Context: an optimization exercise on an open-source flow, tuned for small area. The choices shown serve that exercise and are no tape-out recipe. In this exercise RTL edits were held to simulation tests only and were not proved equivalent to the original. Power figures rest on the tool's default switching activity, not on a simulated workload.

## design/flow/config.mk

```make
export PLATFORM = sky130hd
export DESIGN_NAME = servo_engine
export DESIGN_NICKNAME = servo_engine
export VERILOG_FILES = /design/flow/design.v
export SDC_FILE = /design/flow/constraint.sdc
export NUM_CORES = 4
export LEC_CHECK = 0
export CAP_MARGIN = 20
export CORE_MARGIN = 2
export CORE_UTILIZATION = 40
export SLEW_MARGIN = 20
```

## design/flow/constraint.sdc

```tcl
create_clock -name core_clock -period 15.0 [get_ports {clk}]
set_input_delay 3.0000 -clock core_clock [delete_from_list [all_inputs] [get_ports {clk}]]
set_output_delay 3.0000 -clock core_clock [all_outputs]
set_load 0.01 [all_outputs]
```

## design/flow/design.v

```verilog
module servo_lane (
    input  wire [31:0] slot,
    input  wire [39:0] acc,        
    input  wire        cf,         
    input  wire [15:0] d_da,       
    input  wire [15:0] d_xb,       
    input  wire [15:0] c_ca,       
    input  wire [15:0] c_xb,       
    input  wire [4:0]  flags,      
    input  wire        first,      
    input  wire        go,         
    input  wire        kill,       
    output wire [39:0] acc_nxt,
    output wire        cf_en,      
    output wire        cf_nxt,
    output wire        st_en,      
    output wire [15:0] q15,        
    output wire        out_en,     
    output wire        evt_en,     
    output wire        pl_en,      
    output wire        aovf,
    output wire        qsat,
    output wire        is_end
);
    wire [3:0] op = slot[31:28];
    wire [3:0] m  = slot[27:24];
    wire o_mac  = op == 4'h1;
    wire o_msu  = op == 4'h2;
    wire o_mpy  = op == 4'h3;
    wire o_mdd  = op == 4'h4;
    wire o_lds  = op == 4'h5;
    wire o_ldc  = op == 4'h6;
    wire o_ads  = op == 4'h7;
    wire o_sts  = op == 4'h8;
    wire o_sat  = op == 4'h9;
    wire o_clmp = op == 4'hA;
    wire o_sel  = op == 4'hB;
    wire o_cmp  = op == 4'hC;
    wire o_out  = op == 4'hD;
    wire o_evt  = op == 4'hE;
    wire o_end  = op == 4'hF;
    reg cond_raw;
    always @(*) begin
        case (m[2:0])
            3'd0: cond_raw = flags[0];      
            3'd1: cond_raw = flags[1];      
            3'd2: cond_raw = flags[2];      
            3'd3: cond_raw = cf;            
            3'd4: cond_raw = flags[4];      
            3'd5: cond_raw = first;         
            3'd6: cond_raw = flags[3];      
            default: cond_raw = 1'b1;       
        endcase
    end
    wire cond = cond_raw ^ m[3];
    wire live   = go && !kill;
    wire mulop  = o_mac | o_msu | o_mpy | o_mdd;
    wire cmp_ab = o_cmp & m[0] & acc[39];         
    wire a_k    = o_ldc | (o_sel & !cond);
    wire b_c    = live & (o_mac | o_msu | o_mpy | o_ldc);
    wire b_dx   = live & (o_mdd | (o_sel & !cond));
    wire b_k    = live & (o_lds | o_ads | (o_sel & cond));
    wire negate = live & (o_msu | o_lds | o_ldc | o_ads | o_sel);
    wire use_x  = !kill & !(live & (o_mpy | o_lds | o_ldc | o_sel));
    wire [1:0] sh = mulop ? m[1:0] : 2'd0;
    wire [15:0] b = ({16{b_c}} & c_ca) | ({16{b_dx}} & d_xb) | {b_k, 15'd0};
    reg [18:0] a_sh;
    always @(*) begin
        case (sh)
            2'd0: a_sh = {{3{d_da[15]}}, d_da};
            2'd1: a_sh = {{2{d_da[15]}}, d_da, 1'b0};
            2'd2: a_sh = {d_da[15], d_da, 2'b0};
            default: a_sh = {d_da, 3'b0};
        endcase
    end
    wire [18:0] ap = a_k ? 19'h78000 : a_sh;
    wire [20:0] ape = {ap[18], ap, 1'b0};         
    wire [16:0] be = {b, 1'b0};
    wire [7:0] one, two, ng;
    genvar k;
    generate
        for (k = 0; k < 8; k = k + 1) begin : g_booth
            wire b2 = be[2*k+2], b1 = be[2*k+1], b0 = be[2*k];
            assign one[k] = b1 ^ b0;
            assign two[k] = (b2 & !b1 & !b0) | (!b2 & b1 & b0);
            assign ng[k]  = b2 ^ negate;
        end
    endgenerate
    wire [19:0] pp0, pp1, pp2, pp3, pp4, pp5, pp6, pp7;
    assign pp0 = (({20{one[0]}} & ape[20:1]) | ({20{two[0]}} & ape[19:0])) ^ {20{ng[0]}};
    assign pp1 = (({20{one[1]}} & ape[20:1]) | ({20{two[1]}} & ape[19:0])) ^ {20{ng[1]}};
    assign pp2 = (({20{one[2]}} & ape[20:1]) | ({20{two[2]}} & ape[19:0])) ^ {20{ng[2]}};
    assign pp3 = (({20{one[3]}} & ape[20:1]) | ({20{two[3]}} & ape[19:0])) ^ {20{ng[3]}};
    assign pp4 = (({20{one[4]}} & ape[20:1]) | ({20{two[4]}} & ape[19:0])) ^ {20{ng[4]}};
    assign pp5 = (({20{one[5]}} & ape[20:1]) | ({20{two[5]}} & ape[19:0])) ^ {20{ng[5]}};
    assign pp6 = (({20{one[6]}} & ape[20:1]) | ({20{two[6]}} & ape[19:0])) ^ {20{ng[6]}};
    assign pp7 = (({20{one[7]}} & ape[20:1]) | ({20{two[7]}} & ape[19:0])) ^ {20{ng[7]}};
    wire [40:0] xv = use_x ? {acc[39], acc} : 41'd0;
    wire [40:0] sum;
    wire s1 = xv[14] ^ pp0[14];
    wire c2 = xv[14] & pp0[14];
    wire s3 = xv[15] ^ pp0[15];
    wire c4 = xv[15] & pp0[15];
    wire s5 = xv[16] ^ pp0[16];
    wire c6 = xv[16] & pp0[16];
    wire s7 = xv[17] ^ pp0[17];
    wire c8 = xv[17] & pp0[17];
    wire s9 = xv[18] ^ pp0[18];
    wire c10 = xv[18] & pp0[18];
    wire s11 = xv[19] ^ ~pp0[19] ^ pp1[17];
    wire c12 = (xv[19] & ~pp0[19]) | (pp1[17] & (xv[19] ^ ~pp0[19]));
    wire s13 = xv[20] ^ pp1[18];
    wire c14 = xv[20] & pp1[18];
    wire s15 = xv[8] ^ pp0[8];
    wire c16 = xv[8] & pp0[8];
    wire s17 = xv[9] ^ pp0[9];
    wire c18 = xv[9] & pp0[9];
    wire s19 = xv[10] ^ pp0[10] ^ pp1[8];
    wire c20 = (xv[10] & pp0[10]) | (pp1[8] & (xv[10] ^ pp0[10]));
    wire s21 = pp2[6] ^ pp3[4];
    wire c22 = pp2[6] & pp3[4];
    wire s23 = xv[11] ^ pp0[11] ^ pp1[9];
    wire c24 = (xv[11] & pp0[11]) | (pp1[9] & (xv[11] ^ pp0[11]));
    wire s25 = pp2[7] ^ pp3[5];
    wire c26 = pp2[7] & pp3[5];
    wire s27 = xv[12] ^ pp0[12] ^ pp1[10];
    wire c28 = (xv[12] & pp0[12]) | (pp1[10] & (xv[12] ^ pp0[12]));
    wire s29 = pp2[8] ^ pp3[6] ^ pp4[4];
    wire c30 = (pp2[8] & pp3[6]) | (pp4[4] & (pp2[8] ^ pp3[6]));
    wire s31 = pp5[2] ^ pp6[0];
    wire c32 = pp5[2] & pp6[0];
    wire s33 = xv[13] ^ pp0[13] ^ pp1[11];
    wire c34 = (xv[13] & pp0[13]) | (pp1[11] & (xv[13] ^ pp0[13]));
    wire s35 = pp2[9] ^ pp3[7] ^ pp4[5];
    wire c36 = (pp2[9] & pp3[7]) | (pp4[5] & (pp2[9] ^ pp3[7]));
    wire s37 = pp5[3] ^ pp6[1];
    wire c38 = pp5[3] & pp6[1];
    wire s39 = s1 ^ pp1[12] ^ pp2[10];
    wire c40 = (s1 & pp1[12]) | (pp2[10] & (s1 ^ pp1[12]));
    wire s41 = pp3[8] ^ pp4[6] ^ pp5[4];
    wire c42 = (pp3[8] & pp4[6]) | (pp5[4] & (pp3[8] ^ pp4[6]));
    wire s43 = pp6[2] ^ pp7[0] ^ ng[7];
    wire c44 = (pp6[2] & pp7[0]) | (ng[7] & (pp6[2] ^ pp7[0]));
    wire s45 = s3 ^ pp1[13] ^ pp2[11];
    wire c46 = (s3 & pp1[13]) | (pp2[11] & (s3 ^ pp1[13]));
    wire s47 = pp3[9] ^ pp4[7] ^ pp5[5];
    wire c48 = (pp3[9] & pp4[7]) | (pp5[5] & (pp3[9] ^ pp4[7]));
    wire s49 = pp6[3] ^ pp7[1] ^ c2;
    wire c50 = (pp6[3] & pp7[1]) | (c2 & (pp6[3] ^ pp7[1]));
    wire s51 = s5 ^ pp1[14] ^ pp2[12];
    wire c52 = (s5 & pp1[14]) | (pp2[12] & (s5 ^ pp1[14]));
    wire s53 = pp3[10] ^ pp4[8] ^ pp5[6];
    wire c54 = (pp3[10] & pp4[8]) | (pp5[6] & (pp3[10] ^ pp4[8]));
    wire s55 = pp6[4] ^ pp7[2] ^ c4;
    wire c56 = (pp6[4] & pp7[2]) | (c4 & (pp6[4] ^ pp7[2]));
    wire s57 = s7 ^ pp1[15] ^ pp2[13];
    wire c58 = (s7 & pp1[15]) | (pp2[13] & (s7 ^ pp1[15]));
    wire s59 = pp3[11] ^ pp4[9] ^ pp5[7];
    wire c60 = (pp3[11] & pp4[9]) | (pp5[7] & (pp3[11] ^ pp4[9]));
    wire s61 = pp6[5] ^ pp7[3] ^ c6;
    wire c62 = (pp6[5] & pp7[3]) | (c6 & (pp6[5] ^ pp7[3]));
    wire s63 = s9 ^ pp1[16] ^ pp2[14];
    wire c64 = (s9 & pp1[16]) | (pp2[14] & (s9 ^ pp1[16]));
    wire s65 = pp3[12] ^ pp4[10] ^ pp5[8];
    wire c66 = (pp3[12] & pp4[10]) | (pp5[8] & (pp3[12] ^ pp4[10]));
    wire s67 = pp6[6] ^ pp7[4] ^ c8;
    wire c68 = (pp6[6] & pp7[4]) | (c8 & (pp6[6] ^ pp7[4]));
    wire s69 = s11 ^ pp2[15] ^ pp3[13];
    wire c70 = (s11 & pp2[15]) | (pp3[13] & (s11 ^ pp2[15]));
    wire s71 = pp4[11] ^ pp5[9] ^ pp6[7];
    wire c72 = (pp4[11] & pp5[9]) | (pp6[7] & (pp4[11] ^ pp5[9]));
    wire s73 = pp7[5] ^ 1'b1 ^ c10;
    wire c74 = (pp7[5] & 1'b1) | (c10 & (pp7[5] ^ 1'b1));
    wire s75 = s13 ^ pp2[16] ^ pp3[14];
    wire c76 = (s13 & pp2[16]) | (pp3[14] & (s13 ^ pp2[16]));
    wire s77 = pp4[12] ^ pp5[10] ^ pp6[8];
    wire c78 = (pp4[12] & pp5[10]) | (pp6[8] & (pp4[12] ^ pp5[10]));
    wire s79 = pp7[6] ^ 1'b1 ^ c12;
    wire c80 = (pp7[6] & 1'b1) | (c12 & (pp7[6] ^ 1'b1));
    wire s81 = xv[21] ^ ~pp1[19] ^ pp2[17];
    wire c82 = (xv[21] & ~pp1[19]) | (pp2[17] & (xv[21] ^ ~pp1[19]));
    wire s83 = pp3[15] ^ pp4[13] ^ pp5[11];
    wire c84 = (pp3[15] & pp4[13]) | (pp5[11] & (pp3[15] ^ pp4[13]));
    wire s85 = pp6[9] ^ pp7[7] ^ c14;
    wire c86 = (pp6[9] & pp7[7]) | (c14 & (pp6[9] ^ pp7[7]));
    wire s87 = xv[22] ^ pp2[18] ^ pp3[16];
    wire c88 = (xv[22] & pp2[18]) | (pp3[16] & (xv[22] ^ pp2[18]));
    wire s89 = pp4[14] ^ pp5[12] ^ pp6[10];
    wire c90 = (pp4[14] & pp5[12]) | (pp6[10] & (pp4[14] ^ pp5[12]));
    wire s91 = pp7[8] ^ 1'b1;
    wire c92 = pp7[8] & 1'b1;
    wire s93 = xv[23] ^ ~pp2[19] ^ pp3[17];
    wire c94 = (xv[23] & ~pp2[19]) | (pp3[17] & (xv[23] ^ ~pp2[19]));
    wire s95 = pp4[15] ^ pp5[13] ^ pp6[11];
    wire c96 = (pp4[15] & pp5[13]) | (pp6[11] & (pp4[15] ^ pp5[13]));
    wire s97 = xv[24] ^ pp3[18] ^ pp4[16];
    wire c98 = (xv[24] & pp3[18]) | (pp4[16] & (xv[24] ^ pp3[18]));
    wire s99 = pp5[14] ^ pp6[12];
    wire c100 = pp5[14] & pp6[12];
    wire s101 = xv[25] ^ ~pp3[19] ^ pp4[17];
    wire c102 = (xv[25] & ~pp3[19]) | (pp4[17] & (xv[25] ^ ~pp3[19]));
    wire s103 = xv[26] ^ pp4[18];
    wire c104 = xv[26] & pp4[18];
    wire s105 = xv[4] ^ pp0[4];
    wire c106 = xv[4] & pp0[4];
    wire s107 = xv[5] ^ pp0[5];
    wire c108 = xv[5] & pp0[5];
    wire s109 = xv[6] ^ pp0[6] ^ pp1[4];
    wire c110 = (xv[6] & pp0[6]) | (pp1[4] & (xv[6] ^ pp0[6]));
    wire s111 = pp2[2] ^ pp3[0];
    wire c112 = pp2[2] & pp3[0];
    wire s113 = xv[7] ^ pp0[7] ^ pp1[5];
    wire c114 = (xv[7] & pp0[7]) | (pp1[5] & (xv[7] ^ pp0[7]));
    wire s115 = pp2[3] ^ pp3[1];
    wire c116 = pp2[3] & pp3[1];
    wire s117 = s15 ^ pp1[6] ^ pp2[4];
    wire c118 = (s15 & pp1[6]) | (pp2[4] & (s15 ^ pp1[6]));
    wire s119 = pp3[2] ^ pp4[0] ^ ng[4];
    wire c120 = (pp3[2] & pp4[0]) | (ng[4] & (pp3[2] ^ pp4[0]));
    wire s121 = s17 ^ pp1[7] ^ pp2[5];
    wire c122 = (s17 & pp1[7]) | (pp2[5] & (s17 ^ pp1[7]));
    wire s123 = pp3[3] ^ pp4[1] ^ c16;
    wire c124 = (pp3[3] & pp4[1]) | (c16 & (pp3[3] ^ pp4[1]));
    wire s125 = s19 ^ s21 ^ pp4[2];
    wire c126 = (s19 & s21) | (pp4[2] & (s19 ^ s21));
    wire s127 = pp5[0] ^ ng[5] ^ c18;
    wire c128 = (pp5[0] & ng[5]) | (c18 & (pp5[0] ^ ng[5]));
    wire s129 = s23 ^ s25 ^ pp4[3];
    wire c130 = (s23 & s25) | (pp4[3] & (s23 ^ s25));
    wire s131 = pp5[1] ^ c20 ^ c22;
    wire c132 = (pp5[1] & c20) | (c22 & (pp5[1] ^ c20));
    wire s133 = s27 ^ s29 ^ s31;
    wire c134 = (s27 & s29) | (s31 & (s27 ^ s29));
    wire s135 = ng[6] ^ c24 ^ c26;
    wire c136 = (ng[6] & c24) | (c26 & (ng[6] ^ c24));
    wire s137 = s33 ^ s35 ^ s37;
    wire c138 = (s33 & s35) | (s37 & (s33 ^ s35));
    wire s139 = c28 ^ c30 ^ c32;
    wire c140 = (c28 & c30) | (c32 & (c28 ^ c30));
    wire s141 = s39 ^ s41 ^ s43;
    wire c142 = (s39 & s41) | (s43 & (s39 ^ s41));
    wire s143 = c34 ^ c36 ^ c38;
    wire c144 = (c34 & c36) | (c38 & (c34 ^ c36));
    wire s145 = s45 ^ s47 ^ s49;
    wire c146 = (s45 & s47) | (s49 & (s45 ^ s47));
    wire s147 = c40 ^ c42 ^ c44;
    wire c148 = (c40 & c42) | (c44 & (c40 ^ c42));
    wire s149 = s51 ^ s53 ^ s55;
    wire c150 = (s51 & s53) | (s55 & (s51 ^ s53));
    wire s151 = c46 ^ c48 ^ c50;
    wire c152 = (c46 & c48) | (c50 & (c46 ^ c48));
    wire s153 = s57 ^ s59 ^ s61;
    wire c154 = (s57 & s59) | (s61 & (s57 ^ s59));
    wire s155 = c52 ^ c54 ^ c56;
    wire c156 = (c52 & c54) | (c56 & (c52 ^ c54));
    wire s157 = s63 ^ s65 ^ s67;
    wire c158 = (s63 & s65) | (s67 & (s63 ^ s65));
    wire s159 = c58 ^ c60 ^ c62;
    wire c160 = (c58 & c60) | (c62 & (c58 ^ c60));
    wire s161 = s69 ^ s71 ^ s73;
    wire c162 = (s69 & s71) | (s73 & (s69 ^ s71));
    wire s163 = c64 ^ c66 ^ c68;
    wire c164 = (c64 & c66) | (c68 & (c64 ^ c66));
    wire s165 = s75 ^ s77 ^ s79;
    wire c166 = (s75 & s77) | (s79 & (s75 ^ s77));
    wire s167 = c70 ^ c72 ^ c74;
    wire c168 = (c70 & c72) | (c74 & (c70 ^ c72));
    wire s169 = s81 ^ s83 ^ s85;
    wire c170 = (s81 & s83) | (s85 & (s81 ^ s83));
    wire s171 = c76 ^ c78 ^ c80;
    wire c172 = (c76 & c78) | (c80 & (c76 ^ c78));
    wire s173 = s87 ^ s89 ^ s91;
    wire c174 = (s87 & s89) | (s91 & (s87 ^ s89));
    wire s175 = c82 ^ c84 ^ c86;
    wire c176 = (c82 & c84) | (c86 & (c82 ^ c84));
    wire s177 = s93 ^ s95 ^ pp7[9];
    wire c178 = (s93 & s95) | (pp7[9] & (s93 ^ s95));
    wire s179 = c88 ^ c90 ^ c92;
    wire c180 = (c88 & c90) | (c92 & (c88 ^ c90));
    wire s181 = s97 ^ s99 ^ pp7[10];
    wire c182 = (s97 & s99) | (pp7[10] & (s97 ^ s99));
    wire s183 = 1'b1 ^ c94 ^ c96;
    wire c184 = (1'b1 & c94) | (c96 & (1'b1 ^ c94));
    wire s185 = s101 ^ pp5[15] ^ pp6[13];
    wire c186 = (s101 & pp5[15]) | (pp6[13] & (s101 ^ pp5[15]));
    wire s187 = pp7[11] ^ c98 ^ c100;
    wire c188 = (pp7[11] & c98) | (c100 & (pp7[11] ^ c98));
    wire s189 = s103 ^ pp5[16] ^ pp6[14];
    wire c190 = (s103 & pp5[16]) | (pp6[14] & (s103 ^ pp5[16]));
    wire s191 = pp7[12] ^ 1'b1 ^ c102;
    wire c192 = (pp7[12] & 1'b1) | (c102 & (pp7[12] ^ 1'b1));
    wire s193 = xv[27] ^ ~pp4[19] ^ pp5[17];
    wire c194 = (xv[27] & ~pp4[19]) | (pp5[17] & (xv[27] ^ ~pp4[19]));
    wire s195 = pp6[15] ^ pp7[13] ^ c104;
    wire c196 = (pp6[15] & pp7[13]) | (c104 & (pp6[15] ^ pp7[13]));
    wire s197 = xv[28] ^ pp5[18] ^ pp6[16];
    wire c198 = (xv[28] & pp5[18]) | (pp6[16] & (xv[28] ^ pp5[18]));
    wire s199 = pp7[14] ^ 1'b1;
    wire c200 = pp7[14] & 1'b1;
    wire s201 = xv[29] ^ ~pp5[19] ^ pp6[17];
    wire c202 = (xv[29] & ~pp5[19]) | (pp6[17] & (xv[29] ^ ~pp5[19]));
    wire s203 = xv[30] ^ pp6[18];
    wire c204 = xv[30] & pp6[18];
    wire s205 = xv[2] ^ pp0[2];
    wire c206 = xv[2] & pp0[2];
    wire s207 = xv[3] ^ pp0[3];
    wire c208 = xv[3] & pp0[3];
    wire s209 = s105 ^ pp1[2] ^ pp2[0];
    wire c210 = (s105 & pp1[2]) | (pp2[0] & (s105 ^ pp1[2]));
    wire s211 = s107 ^ pp1[3] ^ pp2[1];
    wire c212 = (s107 & pp1[3]) | (pp2[1] & (s107 ^ pp1[3]));
    wire s213 = s109 ^ s111 ^ ng[3];
    wire c214 = (s109 & s111) | (ng[3] & (s109 ^ s111));
    wire s215 = s113 ^ s115 ^ c110;
    wire c216 = (s113 & s115) | (c110 & (s113 ^ s115));
    wire s217 = s117 ^ s119 ^ c114;
    wire c218 = (s117 & s119) | (c114 & (s117 ^ s119));
    wire s219 = s121 ^ s123 ^ c118;
    wire c220 = (s121 & s123) | (c118 & (s121 ^ s123));
    wire s221 = s125 ^ s127 ^ c122;
    wire c222 = (s125 & s127) | (c122 & (s125 ^ s127));
    wire s223 = s129 ^ s131 ^ c126;
    wire c224 = (s129 & s131) | (c126 & (s129 ^ s131));
    wire s225 = s133 ^ s135 ^ c130;
    wire c226 = (s133 & s135) | (c130 & (s133 ^ s135));
    wire s227 = s137 ^ s139 ^ c134;
    wire c228 = (s137 & s139) | (c134 & (s137 ^ s139));
    wire s229 = s141 ^ s143 ^ c138;
    wire c230 = (s141 & s143) | (c138 & (s141 ^ s143));
    wire s231 = s145 ^ s147 ^ c142;
    wire c232 = (s145 & s147) | (c142 & (s145 ^ s147));
    wire s233 = s149 ^ s151 ^ c146;
    wire c234 = (s149 & s151) | (c146 & (s149 ^ s151));
    wire s235 = s153 ^ s155 ^ c150;
    wire c236 = (s153 & s155) | (c150 & (s153 ^ s155));
    wire s237 = s157 ^ s159 ^ c154;
    wire c238 = (s157 & s159) | (c154 & (s157 ^ s159));
    wire s239 = s161 ^ s163 ^ c158;
    wire c240 = (s161 & s163) | (c158 & (s161 ^ s163));
    wire s241 = s165 ^ s167 ^ c162;
    wire c242 = (s165 & s167) | (c162 & (s165 ^ s167));
    wire s243 = s169 ^ s171 ^ c166;
    wire c244 = (s169 & s171) | (c166 & (s169 ^ s171));
    wire s245 = s173 ^ s175 ^ c170;
    wire c246 = (s173 & s175) | (c170 & (s173 ^ s175));
    wire s247 = s177 ^ s179 ^ c174;
    wire c248 = (s177 & s179) | (c174 & (s177 ^ s179));
    wire s249 = s181 ^ s183 ^ c178;
    wire c250 = (s181 & s183) | (c178 & (s181 ^ s183));
    wire s251 = s185 ^ s187 ^ c182;
    wire c252 = (s185 & s187) | (c182 & (s185 ^ s187));
    wire s253 = s189 ^ s191 ^ c186;
    wire c254 = (s189 & s191) | (c186 & (s189 ^ s191));
    wire s255 = s193 ^ s195 ^ c190;
    wire c256 = (s193 & s195) | (c190 & (s193 ^ s195));
    wire s257 = s197 ^ s199 ^ c194;
    wire c258 = (s197 & s199) | (c194 & (s197 ^ s199));
    wire s259 = s201 ^ pp7[15] ^ c198;
    wire c260 = (s201 & pp7[15]) | (c198 & (s201 ^ pp7[15]));
    wire s261 = s203 ^ pp7[16] ^ 1'b1;
    wire c262 = (s203 & pp7[16]) | (1'b1 & (s203 ^ pp7[16]));
    wire s263 = xv[31] ^ ~pp6[19] ^ pp7[17];
    wire c264 = (xv[31] & ~pp6[19]) | (pp7[17] & (xv[31] ^ ~pp6[19]));
    wire s265 = xv[32] ^ pp7[18];
    wire c266 = xv[32] & pp7[18];
    wire s267 = xv[0] ^ pp0[0];
    wire c268 = xv[0] & pp0[0];
    wire s269 = xv[1] ^ pp0[1];
    wire c270 = xv[1] & pp0[1];
    wire s271 = s205 ^ pp1[0] ^ ng[1];
    wire c272 = (s205 & pp1[0]) | (ng[1] & (s205 ^ pp1[0]));
    wire s273 = s207 ^ pp1[1] ^ c206;
    wire c274 = (s207 & pp1[1]) | (c206 & (s207 ^ pp1[1]));
    wire s275 = s209 ^ ng[2] ^ c208;
    wire c276 = (s209 & ng[2]) | (c208 & (s209 ^ ng[2]));
    wire s277 = s211 ^ c106 ^ c210;
    wire c278 = (s211 & c106) | (c210 & (s211 ^ c106));
    wire s279 = s213 ^ c108 ^ c212;
    wire c280 = (s213 & c108) | (c212 & (s213 ^ c108));
    wire s281 = s215 ^ c112 ^ c214;
    wire c282 = (s215 & c112) | (c214 & (s215 ^ c112));
    wire s283 = s217 ^ c116 ^ c216;
    wire c284 = (s217 & c116) | (c216 & (s217 ^ c116));
    wire s285 = s219 ^ c120 ^ c218;
    wire c286 = (s219 & c120) | (c218 & (s219 ^ c120));
    wire s287 = s221 ^ c124 ^ c220;
    wire c288 = (s221 & c124) | (c220 & (s221 ^ c124));
    wire s289 = s223 ^ c128 ^ c222;
    wire c290 = (s223 & c128) | (c222 & (s223 ^ c128));
    wire s291 = s225 ^ c132 ^ c224;
    wire c292 = (s225 & c132) | (c224 & (s225 ^ c132));
    wire s293 = s227 ^ c136 ^ c226;
    wire c294 = (s227 & c136) | (c226 & (s227 ^ c136));
    wire s295 = s229 ^ c140 ^ c228;
    wire c296 = (s229 & c140) | (c228 & (s229 ^ c140));
    wire s297 = s231 ^ c144 ^ c230;
    wire c298 = (s231 & c144) | (c230 & (s231 ^ c144));
    wire s299 = s233 ^ c148 ^ c232;
    wire c300 = (s233 & c148) | (c232 & (s233 ^ c148));
    wire s301 = s235 ^ c152 ^ c234;
    wire c302 = (s235 & c152) | (c234 & (s235 ^ c152));
    wire s303 = s237 ^ c156 ^ c236;
    wire c304 = (s237 & c156) | (c236 & (s237 ^ c156));
    wire s305 = s239 ^ c160 ^ c238;
    wire c306 = (s239 & c160) | (c238 & (s239 ^ c160));
    wire s307 = s241 ^ c164 ^ c240;
    wire c308 = (s241 & c164) | (c240 & (s241 ^ c164));
    wire s309 = s243 ^ c168 ^ c242;
    wire c310 = (s243 & c168) | (c242 & (s243 ^ c168));
    wire s311 = s245 ^ c172 ^ c244;
    wire c312 = (s245 & c172) | (c244 & (s245 ^ c172));
    wire s313 = s247 ^ c176 ^ c246;
    wire c314 = (s247 & c176) | (c246 & (s247 ^ c176));
    wire s315 = s249 ^ c180 ^ c248;
    wire c316 = (s249 & c180) | (c248 & (s249 ^ c180));
    wire s317 = s251 ^ c184 ^ c250;
    wire c318 = (s251 & c184) | (c250 & (s251 ^ c184));
    wire s319 = s253 ^ c188 ^ c252;
    wire c320 = (s253 & c188) | (c252 & (s253 ^ c188));
    wire s321 = s255 ^ c192 ^ c254;
    wire c322 = (s255 & c192) | (c254 & (s255 ^ c192));
    wire s323 = s257 ^ c196 ^ c256;
    wire c324 = (s257 & c196) | (c256 & (s257 ^ c196));
    wire s325 = s259 ^ c200 ^ c258;
    wire c326 = (s259 & c200) | (c258 & (s259 ^ c200));
    wire s327 = s261 ^ c202 ^ c260;
    wire c328 = (s261 & c202) | (c260 & (s261 ^ c202));
    wire s329 = s263 ^ c204 ^ c262;
    wire c330 = (s263 & c204) | (c262 & (s263 ^ c204));
    wire s331 = s265 ^ 1'b1 ^ c264;
    wire c332 = (s265 & 1'b1) | (c264 & (s265 ^ 1'b1));
    wire s333 = xv[33] ^ ~pp7[19] ^ c266;
    wire c334 = (xv[33] & ~pp7[19]) | (c266 & (xv[33] ^ ~pp7[19]));
    wire s335 = xv[34] ^ 1'b1;
    wire c336 = xv[34] & 1'b1;
    wire s337 = xv[35] ^ 1'b1;
    wire c338 = xv[35] & 1'b1;
    wire s339 = xv[36] ^ 1'b1;
    wire c340 = xv[36] & 1'b1;
    wire s341 = xv[37] ^ 1'b1;
    wire c342 = xv[37] & 1'b1;
    wire s343 = xv[38] ^ 1'b1;
    wire c344 = xv[38] & 1'b1;
    wire s345 = xv[39] ^ 1'b1;
    wire c346 = xv[39] & 1'b1;
    wire s347 = xv[40] ^ 1'b1;
    wire c348 = xv[40] & 1'b1;
    wire s349 = s267 ^ ng[0];
    wire c350 = s267 & ng[0];
    wire s351 = s269 ^ c268 ^ c350;
    wire c352 = (s269 & c268) | (c350 & (s269 ^ c268));
    wire s353 = s271 ^ c270 ^ c352;
    wire c354 = (s271 & c270) | (c352 & (s271 ^ c270));
    wire s355 = s273 ^ c272 ^ c354;
    wire c356 = (s273 & c272) | (c354 & (s273 ^ c272));
    wire s357 = s275 ^ c274 ^ c356;
    wire c358 = (s275 & c274) | (c356 & (s275 ^ c274));
    wire s359 = s277 ^ c276 ^ c358;
    wire c360 = (s277 & c276) | (c358 & (s277 ^ c276));
    wire s361 = s279 ^ c278 ^ c360;
    wire c362 = (s279 & c278) | (c360 & (s279 ^ c278));
    wire s363 = s281 ^ c280 ^ c362;
    wire c364 = (s281 & c280) | (c362 & (s281 ^ c280));
    wire s365 = s283 ^ c282 ^ c364;
    wire c366 = (s283 & c282) | (c364 & (s283 ^ c282));
    wire s367 = s285 ^ c284;
    wire c368 = s285 & c284;
    wire s369 = s287 ^ c286 ^ c368;
    wire c370 = (s287 & c286) | (c368 & (s287 ^ c286));
    wire s371 = s289 ^ c288 ^ c370;
    wire c372 = (s289 & c288) | (c370 & (s289 ^ c288));
    wire s373 = s291 ^ c290 ^ c372;
    wire c374 = (s291 & c290) | (c372 & (s291 ^ c290));
    wire s375 = s293 ^ c292 ^ c374;
    wire c376 = (s293 & c292) | (c374 & (s293 ^ c292));
    wire s377 = s295 ^ c294 ^ c376;
    wire c378 = (s295 & c294) | (c376 & (s295 ^ c294));
    wire s379 = s297 ^ c296 ^ c378;
    wire c380 = (s297 & c296) | (c378 & (s297 ^ c296));
    wire s381 = s299 ^ c298 ^ c380;
    wire c382 = (s299 & c298) | (c380 & (s299 ^ c298));
    wire x383 = s367 ^ c366;
    wire q384 = s367;
    wire x385 = s369 ^ (c366 & q384);
    wire q386 = s369 & q384;
    wire x387 = s371 ^ (c366 & q386);
    wire q388 = s371 & q386;
    wire x389 = s373 ^ (c366 & q388);
    wire q390 = s373 & q388;
    wire x391 = s375 ^ (c366 & q390);
    wire q392 = s375 & q390;
    wire x393 = s377 ^ (c366 & q392);
    wire q394 = s377 & q392;
    wire x395 = s379 ^ (c366 & q394);
    wire q396 = s379 & q394;
    wire x397 = s381 ^ (c366 & q396);
    wire q398 = s381 & q396;
    wire k399 = c382 | (c366 & q398);
    wire s400 = s301 ^ c300;
    wire c401 = s301 & c300;
    wire s402 = s303 ^ c302 ^ c401;
    wire c403 = (s303 & c302) | (c401 & (s303 ^ c302));
    wire s404 = s305 ^ c304 ^ c403;
    wire c405 = (s305 & c304) | (c403 & (s305 ^ c304));
    wire s406 = s307 ^ c306 ^ c405;
    wire c407 = (s307 & c306) | (c405 & (s307 ^ c306));
    wire s408 = s309 ^ c308 ^ c407;
    wire c409 = (s309 & c308) | (c407 & (s309 ^ c308));
    wire s410 = s311 ^ c310 ^ c409;
    wire c411 = (s311 & c310) | (c409 & (s311 ^ c310));
    wire s412 = s313 ^ c312 ^ c411;
    wire c413 = (s313 & c312) | (c411 & (s313 ^ c312));
    wire s414 = s315 ^ c314 ^ c413;
    wire c415 = (s315 & c314) | (c413 & (s315 ^ c314));
    wire x416 = s400 ^ k399;
    wire q417 = s400;
    wire x418 = s402 ^ (k399 & q417);
    wire q419 = s402 & q417;
    wire x420 = s404 ^ (k399 & q419);
    wire q421 = s404 & q419;
    wire x422 = s406 ^ (k399 & q421);
    wire q423 = s406 & q421;
    wire x424 = s408 ^ (k399 & q423);
    wire q425 = s408 & q423;
    wire x426 = s410 ^ (k399 & q425);
    wire q427 = s410 & q425;
    wire x428 = s412 ^ (k399 & q427);
    wire q429 = s412 & q427;
    wire x430 = s414 ^ (k399 & q429);
    wire q431 = s414 & q429;
    wire k432 = c415 | (k399 & q431);
    wire s433 = s317 ^ c316;
    wire c434 = s317 & c316;
    wire s435 = s319 ^ c318 ^ c434;
    wire c436 = (s319 & c318) | (c434 & (s319 ^ c318));
    wire s437 = s321 ^ c320 ^ c436;
    wire c438 = (s321 & c320) | (c436 & (s321 ^ c320));
    wire s439 = s323 ^ c322 ^ c438;
    wire c440 = (s323 & c322) | (c438 & (s323 ^ c322));
    wire s441 = s325 ^ c324 ^ c440;
    wire c442 = (s325 & c324) | (c440 & (s325 ^ c324));
    wire s443 = s327 ^ c326 ^ c442;
    wire c444 = (s327 & c326) | (c442 & (s327 ^ c326));
    wire s445 = s329 ^ c328 ^ c444;
    wire c446 = (s329 & c328) | (c444 & (s329 ^ c328));
    wire s447 = s331 ^ c330 ^ c446;
    wire c448 = (s331 & c330) | (c446 & (s331 ^ c330));
    wire x449 = s433 ^ k432;
    wire q450 = s433;
    wire x451 = s435 ^ (k432 & q450);
    wire q452 = s435 & q450;
    wire x453 = s437 ^ (k432 & q452);
    wire q454 = s437 & q452;
    wire x455 = s439 ^ (k432 & q454);
    wire q456 = s439 & q454;
    wire x457 = s441 ^ (k432 & q456);
    wire q458 = s441 & q456;
    wire x459 = s443 ^ (k432 & q458);
    wire q460 = s443 & q458;
    wire x461 = s445 ^ (k432 & q460);
    wire q462 = s445 & q460;
    wire x463 = s447 ^ (k432 & q462);
    wire q464 = s447 & q462;
    wire k465 = c448 | (k432 & q464);
    wire s466 = s333 ^ c332;
    wire c467 = s333 & c332;
    wire s468 = s335 ^ c334 ^ c467;
    wire c469 = (s335 & c334) | (c467 & (s335 ^ c334));
    wire s470 = s337 ^ c336 ^ c469;
    wire c471 = (s337 & c336) | (c469 & (s337 ^ c336));
    wire s472 = s339 ^ c338 ^ c471;
    wire c473 = (s339 & c338) | (c471 & (s339 ^ c338));
    wire s474 = s341 ^ c340 ^ c473;
    wire c475 = (s341 & c340) | (c473 & (s341 ^ c340));
    wire s476 = s343 ^ c342 ^ c475;
    wire c477 = (s343 & c342) | (c475 & (s343 ^ c342));
    wire s478 = s345 ^ c344 ^ c477;
    wire c479 = (s345 & c344) | (c477 & (s345 ^ c344));
    wire s480 = s347 ^ c346 ^ c479;
    wire c481 = (s347 & c346) | (c479 & (s347 ^ c346));
    wire x482 = s466 ^ k465;
    wire q483 = s466;
    wire x484 = s468 ^ (k465 & q483);
    wire q485 = s468 & q483;
    wire x486 = s470 ^ (k465 & q485);
    wire q487 = s470 & q485;
    wire x488 = s472 ^ (k465 & q487);
    wire q489 = s472 & q487;
    wire x490 = s474 ^ (k465 & q489);
    wire q491 = s474 & q489;
    wire x492 = s476 ^ (k465 & q491);
    wire q493 = s476 & q491;
    wire x494 = s478 ^ (k465 & q493);
    wire q495 = s478 & q493;
    wire x496 = s480 ^ (k465 & q495);
    wire q497 = s480 & q495;
    assign sum = {x496, x494, x492, x490, x488, x486, x484, x482, x463, x461, x459, x457, x455, x453, x451, x449, x430, x428, x426, x424, x422, x420, x418, x416, x397, x395, x393, x391, x389, x387, x385, x383, s365, s363, s361, s359, s357, s355, s353, s351, s349};
    wire ovf = sum[40] ^ sum[39];
    wire [39:0] sum_sat = ovf ? {sum[40], {39{!sum[40]}}} : sum[39:0];
    wire sat_lo = acc[39] & ~&acc[38:30];
    wire sat_hi = !acc[39] & (|acc[38:30] | (&acc[29:15] & |acc[14:0]));
    wire [24:0] ah = acc[39:15];
    wire [15:0] ncx = ~c_xb;
    wire [25:0] gc;
    assign gc[0] = |acc[14:0];
    genvar i;
    generate
        for (i = 0; i < 25; i = i + 1) begin : g_gt
            se_maj u_m (.a(ah[i]), .b(ncx[(i < 16) ? i : 15]), .c(gc[i]), .y(gc[i+1]));
        end
    endgenerate
    wire gt_hi = !(ah[24] ^ ncx[15] ^ gc[25]);
    wire [16:0] lc;
    assign lc[0] = 1'b0;
    generate
        for (i = 0; i < 16; i = i + 1) begin : g_lh
            se_maj u_m (.a(c_ca[i]), .b(ncx[i]), .c(lc[i]), .y(lc[i+1]));
        end
    endgenerate
    wire lo_gt_hi = !(c_ca[15] ^ ncx[15] ^ lc[16]);
    wire [15:0] yc = cmp_ab ? c_ca : ~c_ca;
    wire [25:0] kc;
    assign kc[0] = o_cmp ? (!cmp_ab & gc[0]) : 1'b1;
    generate
        for (i = 0; i < 25; i = i + 1) begin : g_kc
            se_maj u_m (.a(ah[i]), .b(yc[(i < 16) ? i : 15]), .c(kc[i]), .y(kc[i+1]));
        end
    endgenerate
    wire k_neg = ah[24] ^ yc[15] ^ kc[25];
    wire lt_lo = k_neg;
    wire clmp_hi = lo_gt_hi | gt_hi;
    wire w_sel = live & ((o_sat & (sat_lo | sat_hi)) | (o_clmp & (clmp_hi | lt_lo)));
    wire [15:0] w = o_sat ? (sat_lo ? 16'h8000 : 16'h7FFF) : (clmp_hi ? c_xb : c_ca);
    assign acc_nxt = w_sel ? {{9{w[15]}}, w, 15'd0} : sum_sat;
    assign cf_nxt = !kill & (cmp_ab ? k_neg : !k_neg);
    assign cf_en  = kill | (live & o_cmp);
    wire [25:0] qv;
    wire [25:0] qc;
    wire [25:0] qa = {acc[39], acc[39:15]};
    assign qc[0] = m[2] & acc[14];
    generate
        for (i = 0; i < 26; i = i + 1) begin : g_q
            assign qv[i] = qa[i] ^ qc[i];
            if (i < 25) begin : g_c
                assign qc[i+1] = qa[i] & qc[i];
            end
        end
    endgenerate
    wire q_hi = !qv[25] & |qv[24:15];
    wire q_lo = qv[25] & ~&qv[24:15];
    assign q15 = q_hi ? 16'h7FFF : q_lo ? 16'h8000 : qv[15:0];
    assign st_en  = o_sts & !(m[3] & flags[1]);
    assign out_en = o_out;
    assign evt_en = o_evt & cond;
    assign pl_en  = o_cmp & (m[3:2] != 2'd0);
    assign aovf   = (o_mac | o_msu | o_mdd | o_ads) & ovf;
    assign qsat   = (st_en | o_out) & (q_hi | q_lo);
    assign is_end = o_end;
endmodule
module se_fa (input wire a, input wire b, input wire c, output wire s, output wire co);
    assign s  = a ^ b ^ c;
    assign co = (a & b) | (c & (a ^ b));
endmodule
module se_ha (input wire a, input wire b, output wire s, output wire co);
    assign s  = a ^ b;
    assign co = a & b;
endmodule
module se_maj (input wire a, input wire b, input wire c, output wire y);
    assign y = (a & b) | (c & (a | b));
endmodule
module servo_engine (
    input  wire        clk,
    input  wire        rst,          
    input  wire        start,        
    input  wire        slow,         
    input  wire [3:0]  out_dl,       
    input  wire [2:0]  head,         
    output reg  [6:0]  pc,           
    output reg         busy,         
    input  wire [63:0] bundle,       
    input  wire [4:0]  flags,        
    input  wire        first,        
    output wire [31:0] d_raddr,
    input  wire [63:0] d_rdata,
    output wire [1:0]  d_we,         
    output wire [15:0] d_waddr,
    output wire [31:0] d_wdata,
    output wire [31:0] c_raddr,
    input  wire [63:0] c_rdata,
    input  wire        stat_clr,     
    output reg         aovf,
    output reg         qsat,
    output reg         late,
    output reg         slow_trunc,
    output reg  [15:0] fwevt,        
    output reg  [2:0]  loop_evt,     
    output reg  [2:0]  pl_valid,     
    output reg  [2:0]  pl_fail,      
    output reg  [15:0] dac_focus,
    output reg  [15:0] dac_track,
    output reg  [15:0] dac_tilt,
    output reg  [15:0] sled_cmd,
    output reg  [15:0] spindle_cmd,
    output reg  [15:0] elevator_cmd,
    output reg  [15:0] picker_cmd,
    output reg  [15:0] ffpub_focus,
    output reg  [15:0] ffpub_track,
    output reg  [15:0] trace0,
    output reg  [15:0] trace1,
    output reg  [10:0] out_upd
);
    wire [31:0] slot_a = bundle[31:0];
    wire [31:0] slot_b = bundle[63:32];
    assign d_raddr = {slot_b[7:0], slot_b[23:16], slot_a[7:0], slot_a[23:16]};
    assign c_raddr = {slot_b[7:0], slot_b[15:8],  slot_a[7:0], slot_a[15:8]};
    reg  [39:0] acc_a, acc_b;
    reg         cf_a, cf_b;
    reg         run_a, run_b;        
    reg         slow_q;
    wire ex_a = busy && run_a;
    wire ex_b = busy && run_b;
    wire kill = rst || start;
    wire [39:0] acc_a_nxt, acc_b_nxt;
    wire        cf_a_en, cf_b_en;
    wire        cf_a_nxt, cf_b_nxt;
    wire        st_a, st_b, out_a, out_b, evt_a, evt_b, pl_a, pl_b;
    wire        aovf_a, aovf_b, qsat_a, qsat_b, end_a, end_b;
    wire [15:0] q_a, q_b;
    servo_lane lane_a (
        .slot(slot_a), .acc(acc_a), .cf(cf_a),
        .d_da(d_rdata[15:0]),  .d_xb(d_rdata[31:16]),
        .c_ca(c_rdata[15:0]),  .c_xb(c_rdata[31:16]),
        .flags(flags), .first(first), .go(ex_a), .kill(kill),
        .acc_nxt(acc_a_nxt), .cf_en(cf_a_en), .cf_nxt(cf_a_nxt),
        .st_en(st_a), .q15(q_a), .out_en(out_a),
        .evt_en(evt_a), .pl_en(pl_a), .aovf(aovf_a), .qsat(qsat_a), .is_end(end_a)
    );
    servo_lane lane_b (
        .slot(slot_b), .acc(acc_b), .cf(cf_b),
        .d_da(d_rdata[47:32]), .d_xb(d_rdata[63:48]),
        .c_ca(c_rdata[47:32]), .c_xb(c_rdata[63:48]),
        .flags(flags), .first(first), .go(ex_b), .kill(kill),
        .acc_nxt(acc_b_nxt), .cf_en(cf_b_en), .cf_nxt(cf_b_nxt),
        .st_en(st_b), .q15(q_b), .out_en(out_b),
        .evt_en(evt_b), .pl_en(pl_b), .aovf(aovf_b), .qsat(qsat_b), .is_end(end_b)
    );
    wire last_bundle = (pc == 7'd127) || (slow_q && pc == 7'd47);
    wire run_a_nxt   = run_a && !(ex_a && end_a);
    wire run_b_nxt   = run_b && !(ex_b && end_b);
    always @(posedge clk) begin
        acc_a <= acc_a_nxt;
        acc_b <= acc_b_nxt;
        if (cf_a_en)  cf_a  <= cf_a_nxt;
        if (cf_b_en)  cf_b  <= cf_b_nxt;
    end
    always @(posedge clk) begin
        if (rst) begin
            busy   <= 1'b0;
            pc     <= 7'd0;
            run_a  <= 1'b0;
            run_b  <= 1'b0;
            slow_q <= 1'b0;
        end else if (start) begin
            busy   <= 1'b1;
            pc     <= 7'd0;
            run_a  <= 1'b1;
            run_b  <= 1'b1;
            slow_q <= slow;
        end else if (busy) begin
            run_a <= run_a_nxt;
            run_b <= run_b_nxt;
            if (last_bundle || (!run_a_nxt && !run_b_nxt)) begin
                busy <= 1'b0;
                pc   <= 7'd0;
            end else begin
                pc   <= pc + 7'd1;
            end
        end
    end
    assign d_we[0] = !kill && ex_a && st_a && (slot_a[23:20] != 4'hF);
    assign d_we[1] = !kill && ex_b && st_b && (slot_b[23:20] != 4'hF);
    assign d_waddr = {slot_b[23:16], slot_a[23:16]};
    assign d_wdata = {q_b, q_a};
    wire do_out_a = !start && ex_a && out_a;
    wire do_out_b = !start && ex_b && out_b;
    wire [3:0] port_a = slot_a[3:0];
    wire [3:0] port_b = slot_b[3:0];
    function port_ok(input [3:0] p, input [2:0] h);
        case (p)
            4'd4:    port_ok = (h == 3'd0);
            4'd5:    port_ok = (h == 3'd1);
            4'd6:    port_ok = (h == 3'd2);
            default: port_ok = (p <= 4'd10);
        endcase
    endfunction
    wire wr_port_a = do_out_a && port_ok(port_a, head);
    wire wr_port_b = do_out_b && port_ok(port_b, head);
    reg [10:0] upd, upd_b;
    integer p;
    always @(*) begin
        for (p = 0; p < 11; p = p + 1) begin
            upd_b[p] = wr_port_b && port_b == p[3:0];
            upd[p]   = upd_b[p] || (wr_port_a && port_a == p[3:0]);
        end
    end
    wire [10:0] sel_b = upd_b & {11{!rst}};
    wire [10:0] sel_a = upd & ~upd_b & {11{!rst}};
    wire [10:0] hold  = ~upd & {11{!rst}};
    function [15:0] port_d(input sa, input sb, input hd, input [15:0] cur,
                           input [15:0] qa, input [15:0] qb);
        port_d = ({16{sa}} & qa) | ({16{sb}} & qb) | ({16{hd}} & cur);
    endfunction
    always @(posedge clk) begin
        out_upd      <= upd & {11{!rst}};
        dac_focus    <= port_d(sel_a[0],  sel_b[0],  hold[0],  dac_focus,    q_a, q_b);
        dac_track    <= port_d(sel_a[1],  sel_b[1],  hold[1],  dac_track,    q_a, q_b);
        dac_tilt     <= port_d(sel_a[2],  sel_b[2],  hold[2],  dac_tilt,     q_a, q_b);
        sled_cmd     <= port_d(sel_a[3],  sel_b[3],  hold[3],  sled_cmd,     q_a, q_b);
        spindle_cmd  <= port_d(sel_a[4],  sel_b[4],  hold[4],  spindle_cmd,  q_a, q_b);
        elevator_cmd <= port_d(sel_a[5],  sel_b[5],  hold[5],  elevator_cmd, q_a, q_b);
        picker_cmd   <= port_d(sel_a[6],  sel_b[6],  hold[6],  picker_cmd,   q_a, q_b);
        ffpub_focus  <= port_d(sel_a[7],  sel_b[7],  hold[7],  ffpub_focus,  q_a, q_b);
        ffpub_track  <= port_d(sel_a[8],  sel_b[8],  hold[8],  ffpub_track,  q_a, q_b);
        trace0       <= port_d(sel_a[9],  sel_b[9],  hold[9],  trace0,       q_a, q_b);
        trace1       <= port_d(sel_a[10], sel_b[10], hold[10], trace1,       q_a, q_b);
    end
    wire do_evt_a = !start && ex_a && evt_a;
    wire do_evt_b = !start && ex_b && evt_b;
    wire do_pl_a  = !start && ex_a && pl_a;
    wire do_pl_b  = !start && ex_b && pl_b;
    wire [1:0] pl_loop_a = slot_a[27:26];
    wire [1:0] pl_loop_b = slot_b[27:26];
    wire late_a = do_out_a && !slow_q && (port_a <= 4'd2) && (pc > {3'd0, out_dl});
    wire late_b = do_out_b && !slow_q && (port_b <= 4'd2) && (pc > {3'd0, out_dl});
    wire trunc = !start && busy && slow_q && (pc == 7'd47) && (run_a_nxt || run_b_nxt);
    reg [15:0] fw_set;
    reg [2:0]  loop_set, pl_v_set, pl_f_set;
    integer k;
    always @(*) begin
        fw_set   = 16'd0;
        loop_set = 3'd0;
        pl_v_set = 3'd0;
        pl_f_set = 3'd0;
        for (k = 0; k < 16; k = k + 1) begin
            if ((do_evt_a && slot_a[4:0] == k[4:0] + 5'd16) ||
                (do_evt_b && slot_b[4:0] == k[4:0] + 5'd16))
                fw_set[k] = 1'b1;
        end
        for (k = 0; k < 3; k = k + 1) begin
            if ((do_evt_a && slot_a[4:0] == k[4:0]) ||
                (do_evt_b && slot_b[4:0] == k[4:0]))
                loop_set[k] = 1'b1;
        end
        for (k = 0; k < 3; k = k + 1) begin
            if (do_pl_b && pl_loop_b == k[1:0] + 2'd1) begin
                pl_v_set[k] = 1'b1;
                pl_f_set[k] = cf_b_nxt;
            end else if (do_pl_a && pl_loop_a == k[1:0] + 2'd1) begin
                pl_v_set[k] = 1'b1;
                pl_f_set[k] = cf_a_nxt;
            end
        end
    end
    always @(posedge clk) begin
        if (rst) begin
            aovf       <= 1'b0;
            qsat       <= 1'b0;
            late       <= 1'b0;
            slow_trunc <= 1'b0;
            fwevt      <= 16'd0;
            loop_evt   <= 3'd0;
            pl_valid   <= 3'd0;
            pl_fail    <= 3'd0;
        end else begin
            loop_evt <= loop_set;
            pl_valid <= pl_v_set;
            pl_fail  <= pl_f_set;
            if (stat_clr) begin
                aovf       <= 1'b0;
                qsat       <= 1'b0;
                late       <= 1'b0;
                slow_trunc <= 1'b0;
                fwevt      <= 16'd0;
            end else begin
                if (!start && ((ex_a && aovf_a) || (ex_b && aovf_b))) aovf <= 1'b1;
                if (!start && ((ex_a && qsat_a) || (ex_b && qsat_b))) qsat <= 1'b1;
                if (late_a || late_b) late <= 1'b1;
                if (trunc) slow_trunc <= 1'b1;
                fwevt <= fwevt | fw_set;
            end
        end
    end
endmodule
```

## design/flow/run.sh

```bash
#!/bin/bash
# synth_recipe.tcl (not shown) runs the flow's synth.tcl, then flattens the netlist and writes it again
# the make line also repeats each setting of config.mk as NAME=value (left out here)
make -C /OpenROAD-flow-scripts/flow DESIGN_CONFIG=/design/flow/config.mk WORK_HOME=/design/flow/orfs CLKGATE_MAP_FILE= SYNTH_SCRIPT=/design/flow/synth_recipe.tcl finish
```

==> metrics.yaml, run 1 <==
global_route:
  grt_max_degree: 44
  grt_usage_pct: 31.7
  antenna_found_initial: 8
  grt_first_pass_wirelength_um: 226000
  first_global_vias: 34100
  overflow: 0
cells_and_area:
  drive_gt1_share_pct: 7.78
  reg.largest.list: "acc_a x40, acc_b x40"
  final_area_mm2: 0.0439
  nNetsFinal: 5397
  area_delta_synth_final_pct: 20.0
clock_network:
  numCtsBuffers: 39
  cts-resized-gates: 0
  ctsHoldBuffers: 0
  clock_latency_ps: 590
  postCtsSetupBuffers: 0
  cts_tree: "yes"
  clock_path_buffers: 3
  cts_max_level: 2
  clkTransAtPathRegs_ps: 60
  cts.sinks: 309
  clockRootBuffer: "clkbuf_16"
power:
  clock_power_share_pct: 19.5
  swShare_pct: 47.2
  p_switching_mw: 2.33
  power_density_mw_per_mm2: 112
  intPower_mw: 2.60
  power.leakage_nw: 17.9
  total_power_mw: 4.93
  ir_worst_vdd_uv: 100
  combPwrFrac_pct: 56.7
  seqPwrFrac_pct: 23.8
timing:
  tns_ps: 0
  hold_viol: 0
  fin_crit_sh_pct: 95.7
  finalCriticalPeriod_ps: 14350
  tightest_slew_ps: 1150
  clock.fmax_mhz: 69.7
  relSlewSlack_pct: 22.5
  rsz0062_at_grt: "no"
  skew_ps: 41.1
  finalSetupViolations: 0
  maxSlewViolCount: 0
floorplan:
  dieWidth_um: 306
  rows: 110
  num_io_pins: 548
  core_area_mm2: 0.0903
  die_h_um: 306
  die-area_mm2: 0.0938
  initial_utilization_pct: 40.5
yosys:
  synth_seq_cells: 309
  ys_top_cells_by_area: "fa_1 (18%), dfxtp_1 (17%), xnor2_1 (8.0%)"
  synth_area_leader_cell: "fa_1"
  synthCells: 4407
  syn-num-nets: 5094
  ys_seq_area_share_pct: 17.0
  synthArstFlopShare_pct: 0
  avgSynthCellArea_um2: 8.29
  yosysTopAreaCellShare_pct: 18.2
  synth_area_mm2: 0.0365
  ys_types: 105
  yosysMostFrequentCell: "inv_1"
  synth_edf_count: 2
  synthTopCellsByCount: "inv_1 (436), xnor2_1 (335), fa_1 (332), dfxtp_1 (307), nor2_1 (291)"
  ys_warn_count: 2
  ys.flop_type: "dfxtp_1"
placed_design:
  placed_area_mm2: 0.0425
  gp_congestion: 1.02
  dp_hpwl_um: 121000
  portBuffers: 473
worst_setup_path:
  critPathLaunch: "bundle[24]"
  crit_fanout: 23
  crit_type: "in2reg"
  path_common_cell: "fa_1"
  slowest_stage: "clkdlybuf4s50_1"
  cp-start-kind: "input port"
  reg2reg_from: "busy"
  worstPathRequired_ps: 15500
  critPathArrivalTime_ps: 14860
  slowest_delay_ps: 830
  crit_family: "adder cells"
  end_kind: "register"
  cp_num_buf_inv: 8
drt:
  ant_nets: 0
  avgRoutedWirePerCell_um: 25.9
  via_per_inst: 6.03
  drt-initial-drc-count: 3890
  via_count: 35700
  drc_errors: 0
  wirelength_um: 153000
  drt_pre_antenna_iters: 7
run_status:
  status: "timing/DRC/antenna clean"
run:
  maxCapViolCount: 0
min_path:
  hold_class: "reg2reg"
  hold_path_startpoint: "fwevt[12]"
stage by stage:
step           setup WS [ps]  utilization (%)  hold WS, ps  cells
2_1_floorplan           2080                -          479   4407
3_5_place_dp             274             47.1          446   5843
6_report                 647             48.6          468   5918
5_1_grt                  275             48.6          498   5918
4_1_cts                  755             48.5          465   5914
3_3_place_gp             408             47.1          442   5843
worst reg2reg max path: cells and delay by family, from the launching register on:
| family | cells | cell delay (ps) |
|---|---|---|
| AOI/OAI and AO/OA | 7 | 2190 |
| and+or+nand+nor | 7 | 1850 |
| adders and majority gates | 11 | 5010 |
| xor gates and xnor gates | 2 | 330 |
| DFF | 1 | 830 |
| muxes | 1 | 140 |
| buffers and inverters | 8 | 1330 |
cell families (layout without fill, tap and decap cells):
family,Yosys count,count (layout),share of synthesized area (%)
xor+xnor,456,456,11.1
flops,309,309,17.0
other cells,0,2,0
fa+ha+maj,498,498,23.7
compound gates,1184,1184,22.2
buf+inv,847,1180,9.88
simple gates,1041,1041,14.1
mux,72,72,2.06
cell usage in the layout, fill, tap and decap left out, types with 20 or more instances in the layout:
cell type,n
clkbuf_16,40
a22oi_1,154
xor2_1,113
o211ai_1,38
clkdlybuf4s50_1,472
o221ai_1,54
mux2i_1,64
nor2_1,289
nor3_1,73
nand2b_1,50
a311oi_1,36
or3_1,20
and2_1,71
inv_1,436
dfxtp_1,307
nor4_1,41
ha_1,145
nor2b_1,54
o22ai_1,257
fa_1,332
a222oi_1,22
a211oi_1,50
and3_1,21
buf_4,198
nand3_1,52
a21oi_1,150
maj3_1,20
nand2_1,255
nand4_1,23
o21ai_0,204
xnor2_1,326
worst paths after layout:
path              cells after the start  slack, ps   endpoint
setup reg to reg                     36       3230  acc_a[17]
setup / recovery                     36        650  acc_a[17]
hold reg to reg                       1        470  fwevt[12]
hold / removal                        1        470  fwevt[12]
layout make-up:
cell class	instances	area, um2
Timing Repair Buffer	672	6250
Fill cell	8780	46400
Sequential cell	309	6210
Antenna cell	2	5.00
Inverter	437	1640
Clock inverter	15	170
Clock buffer	56	1130
Multi-Input combinational cell	3251	27000
Tap cell	1176	1470
power by group through the flow:
stage / sequential, mW / combinational, mW / clock [mW]
final: 1.18 / 2.80 / 0.959
after floorplan: 1.06 / 1.77 / 0
after global routing: 1.18 / 3.04 / 1.00
after detailed placement: 1.18 / 2.74 / 0
after global placement: 1.18 / 2.72 / 0
after CTS: 1.16 / 2.76 / 0.970
routing by layer:
layer	global-route usage [%]	vias to the layer above	share of wire, %
li1	-	16000	-
met2	49.8	1971	44
met1	42.8	17300	41
met3	5.38	361	9.5
met4	14.2	10	5.1
met5	0	-	0.039
==> run 2: changes to the inputs <==
==> design/flow/flow/run.sh (new file) <==
#!/bin/bash
# The standard layout, with each input and output port buffered by the
# smallest buffer cell instead of the one buffer_ports picks by default.
set -euo pipefail
echo 'export BUFFER_PORTS_ARGS = -buffer_cell sky130_fd_sc_hd__buf_1' >> config.mk
bash standard.sh > standard.log 2>&1
==> design/flow/standard.sh (new file) <==
#!/bin/bash
# synth_recipe.tcl (not shown) runs the flow's synth.tcl, then flattens the netlist and writes it again
# the make line also repeats each setting of config.mk as NAME=value (left out here)
make -C /OpenROAD-flow-scripts/flow DESIGN_CONFIG=/design/flow/config.mk WORK_HOME=/design/flow/orfs CLKGATE_MAP_FILE= SYNTH_SCRIPT=/design/flow/synth_recipe.tcl "${@:-finish}"
--- a/design/flow/config.mk
+++ b/design/flow/config.mk
@@ -9,3 +9,4 @@
 export CORE_MARGIN = 2
 export CORE_UTILIZATION = 40
 export SLEW_MARGIN = 20
+export BUFFER_PORTS_ARGS = -buffer_cell sky130_fd_sc_hd__buf_1
removed: design/flow/run.sh
==> run 2 against run 1 <==
Sequential share of layout area up 1.0 points. Area after synthesis unchanged. First-iteration DRC count up 4.8%. Flip-flop and latch count unchanged. Hold slack worse by 5.5 ps. Wire length down 1.9%. Final area down 6.6%. Final cell count about the same. Synthesized cell count unchanged. Total power down 0.89%. Combinational power down 4%. Critical path depth down 3. Critical path type unchanged. Critical endpoint is now aovf.
==> metrics.yaml, run 2 <==
run_status:
  status: "timing/DRC/antenna clean"
placed_design:
  placed_area_mm2: 0.0395
  gp_congestion: 1.02
  placed_cells_incl_taps: 5839
  dp_slack_ps: 544
  portBuffers: 473
  dp_hpwl_um: 118000
power:
  intPower_mw: 2.55
  p_switching_mw: 2.33
  seqPwrFrac_pct: 23.9
  total_power_mw: 4.89
  power_density_mw_per_mm2: 119
  ir_worst_vdd_uv: 95.4
  swShare_pct: 47.8
  clock_power_share_pct: 21.3
  combPwrFrac_pct: 54.8
  power.leakage_nw: 16.7
cells_and_area:
  fin_cells: 5915
  nNetsFinal: 5392
  final_cell_mix: "buf_1 (471), inv_1 (436), fa_1 (332)"
  mostFrequentLayoutCell: "buf_1"
  final_area_mm2: 0.0410
  area_delta_synth_final_pct: 12.1
  drive_gt1_share_pct: 7.81
  reg.largest.list: "acc_a x40, acc_b x40"
  fin_util_pct: 45.4
clock_network:
  postCtsSetupBuffers: 0
  cts.sinks: 309
  clockRootBuffer: "clkbuf_16"
  numCtsBuffers: 38
  clock_latency_ps: 600
  ctsHoldBuffers: 0
  cts_tree: "yes"
  clkTransAtPathRegs_ps: 60
  clock_path_buffers: 3
  cts-resized-gates: 0
  cts_max_level: 2
yosys:
  ys_warn_count: 2
  ys.flop_type: "dfxtp_1"
  ys_types: 105
  avgSynthCellArea_um2: 8.29
  yosys-mux-area-fraction_pct: 2.06
  yosysTopAreaCellShare_pct: 18.2
  synth_seq_cells: 309
  ys_top_cells_by_area: "fa_1 (18%), dfxtp_1 (17%), xnor2_1 (8.0%)"
  synthSimpleGateAreaFrac_pct: 14.1
  ys_seq_area_share_pct: 17.0
  synth_area_mm2: 0.0365
  synthArstFlopShare_pct: 0
  synth_xor_area_share_pct: 11.1
  synth_edf_count: 2
  syn-num-nets: 5094
  synthCells: 4407
  yosysMostFrequentCell: "inv_1"
  synthTopCellsByCount: "inv_1 (436), xnor2_1 (335), fa_1 (332), dfxtp_1 (307), nor2_1 (291)"
  synthAdderAreaFrac_pct: 23.7
  synth_area_leader_cell: "fa_1"
  synth-compound-area-share_pct: 22.2
  synth_top_family_by_area: "adder cells"
worst_setup_path:
  critPathArrivalTime_ps: 14610
  worstPathRequired_ps: 15510
  slowest_delay_ps: 660
  crit_fanout: 6
  crit_type: "in2reg"
  r2r-end: "aovf"
  slowest_stage: "or4_1"
  end_kind: "register"
  rrSetupSlack_ps: 3110
  worst_r2r_path_depth: 33
  reg2reg_from: "cf_a"
  path_common_cell: "fa_1"
  cp-start-kind: "input port"
floorplan:
  die_h_um: 306
  core_area_mm2: 0.0903
  die-area_mm2: 0.0938
  dieWidth_um: 306
  initial_utilization_pct: 40.5
  num_io_pins: 548
  rows: 110
timing:
  rsz0062_at_grt: "no"
  tns_ps: 0
  fin_crit_sh_pct: 94.0
  fin_ws_ps: 893
  finalCriticalPeriod_ps: 14110
  skew_ps: 36.5
  hold_viol: 0
  maxSlewViolCount: 0
  tightest_slew_ps: 1150
  clock.fmax_mhz: 70.9
  hold_slack_ps: 462
  relSlewSlack_pct: 22.9
  finalSetupViolations: 0
drt:
  via_per_inst: 6.04
  drt_pre_antenna_iters: 10
  via_count: 35700
  drt-initial-drc-count: 4076
  avgRoutedWirePerCell_um: 25.4
  ant_nets: 0
  drc_errors: 0
  wirelength_um: 150000
global_route:
  grt_first_pass_wirelength_um: 222000
  grt_max_degree: 41
  first_global_vias: 33500
  overflow: 0
  antenna_found_initial: 10
  grt_usage_pct: 31.0
min_path:
  hold_class: "reg2reg"
  min_to: "trace0[8]"
  hold_path_startpoint: "trace0[8]"
  whs_path_depth: 2
run:
  maxCapViolCount: 0
-- run 2: cell counts after synthesis --
Identical to the previous run, type by type.
-- run 2: logic make-up after synthesis --
group           Yosys count
buf+inv                 847
simple gates           1041
mux                      72
xor+xnor                456
flops                   309
fa+ha+maj               498
compound gates         1184
-- run 2: power groups by stage --
stage	logic (mW)	clock network (mW)	registers [mW]
detailed placement	2.62	0	1.18
global placement	2.60	0	1.18
CTS	2.64	1.05	1.16
floorplan	1.77	0	1.06
global route	2.93	1.08	1.18
finish	2.68	1.04	1.17
-- run 2: worst max path at each step --
stage	start	end	slack, ps	depth (start not counted)
2_1_floorplan	bundle[57]	acc_b[4]	2080	36
3_5_place_dp	bundle[26]	aovf	540	33
3_3_place_gp	bundle[26]	aovf	670	33
5_1_grt	bundle[57]	acc_b[17]	490	34
6_report	bundle[26]	aovf	890	33
4_1_cts	bundle[26]	aovf	1190	33
-- run 2: layout make-up --
| class | instances | area [um2] |
|---|---|---|
| Antenna cell | 4 | 10.0 |
| Clock buffer | 46 | 1030 |
| Clock inverter | 24 | 380 |
| Fill cell | 9092 | 49300 |
| Inverter | 437 | 1640 |
| Multi-Input combinational cell | 3251 | 27000 |
| Sequential cell | 309 | 6210 |
| Tap cell | 1176 | 1470 |
| Timing Repair Buffer | 668 | 3260 |
-- run 2: critical path, delay by kind of cell --
kind	cells	cell delay, ps
muxes	1	480
buffers and inverters	5	880
and+or+nand+nor	4	1700
AOI/OAI and AO/OA	8	2580
adders and majority gates	11	4990
xor gates and xnor gates	4	960
-- run 2: metal layers --
| metal | routed length (um) | part of all wire (%) | track usage (%) | vias to the layer above |
|---|---|---|---|---|
| met5 | 76 | 0.051 | 0 | - |
| met4 | 6920 | 4.6 | 13.1 | 12 |
| met2 | 65400 | 44 | 47.4 | 2054 |
| met3 | 16700 | 11 | 7.58 | 336 |
| li1 | - | - | - | 16000 |
| met1 | 61000 | 41 | 41.7 | 17300 |

[separate check: timing with driven ports]
The flow's constraints put no driver on any port. The routed layouts listed below were extracted and timed again, unchanged, in two steps.
Step 1, drivers: a clkbuf_16 drives clk and a buf_2 each remaining input, both assumed.
Step 2 times the ports against the registers' clock, not the clock port: input delays grow and output delays shrink by t, the midpoint of the rising clock arrivals with the driver on.
a / b / c = ideal ports / drivers / drivers and shift; a / b = the first two.
| run | t (ns) | setup slack, ns | slew at the worst register clock pin (ns) | worst slew at a driven data input, ns | cell pins on the clock port's net |
|---|---|---|---|---|---|
| run 1 | 0.641 | 0.647 / 0.661 / 0.052 | 0.06 / 0.06 | 0.21 | 1 |
| run 2 | 0.650 | 0.893 / 0.888 / 0.238 | 0.07 / 0.07 | 0.27 | 1 |
After both steps every run listed still meets setup and hold. For run 2, which loses most, drivers alone change the setup slack by -0.005 ns; drivers and shift together by -0.655 ns.
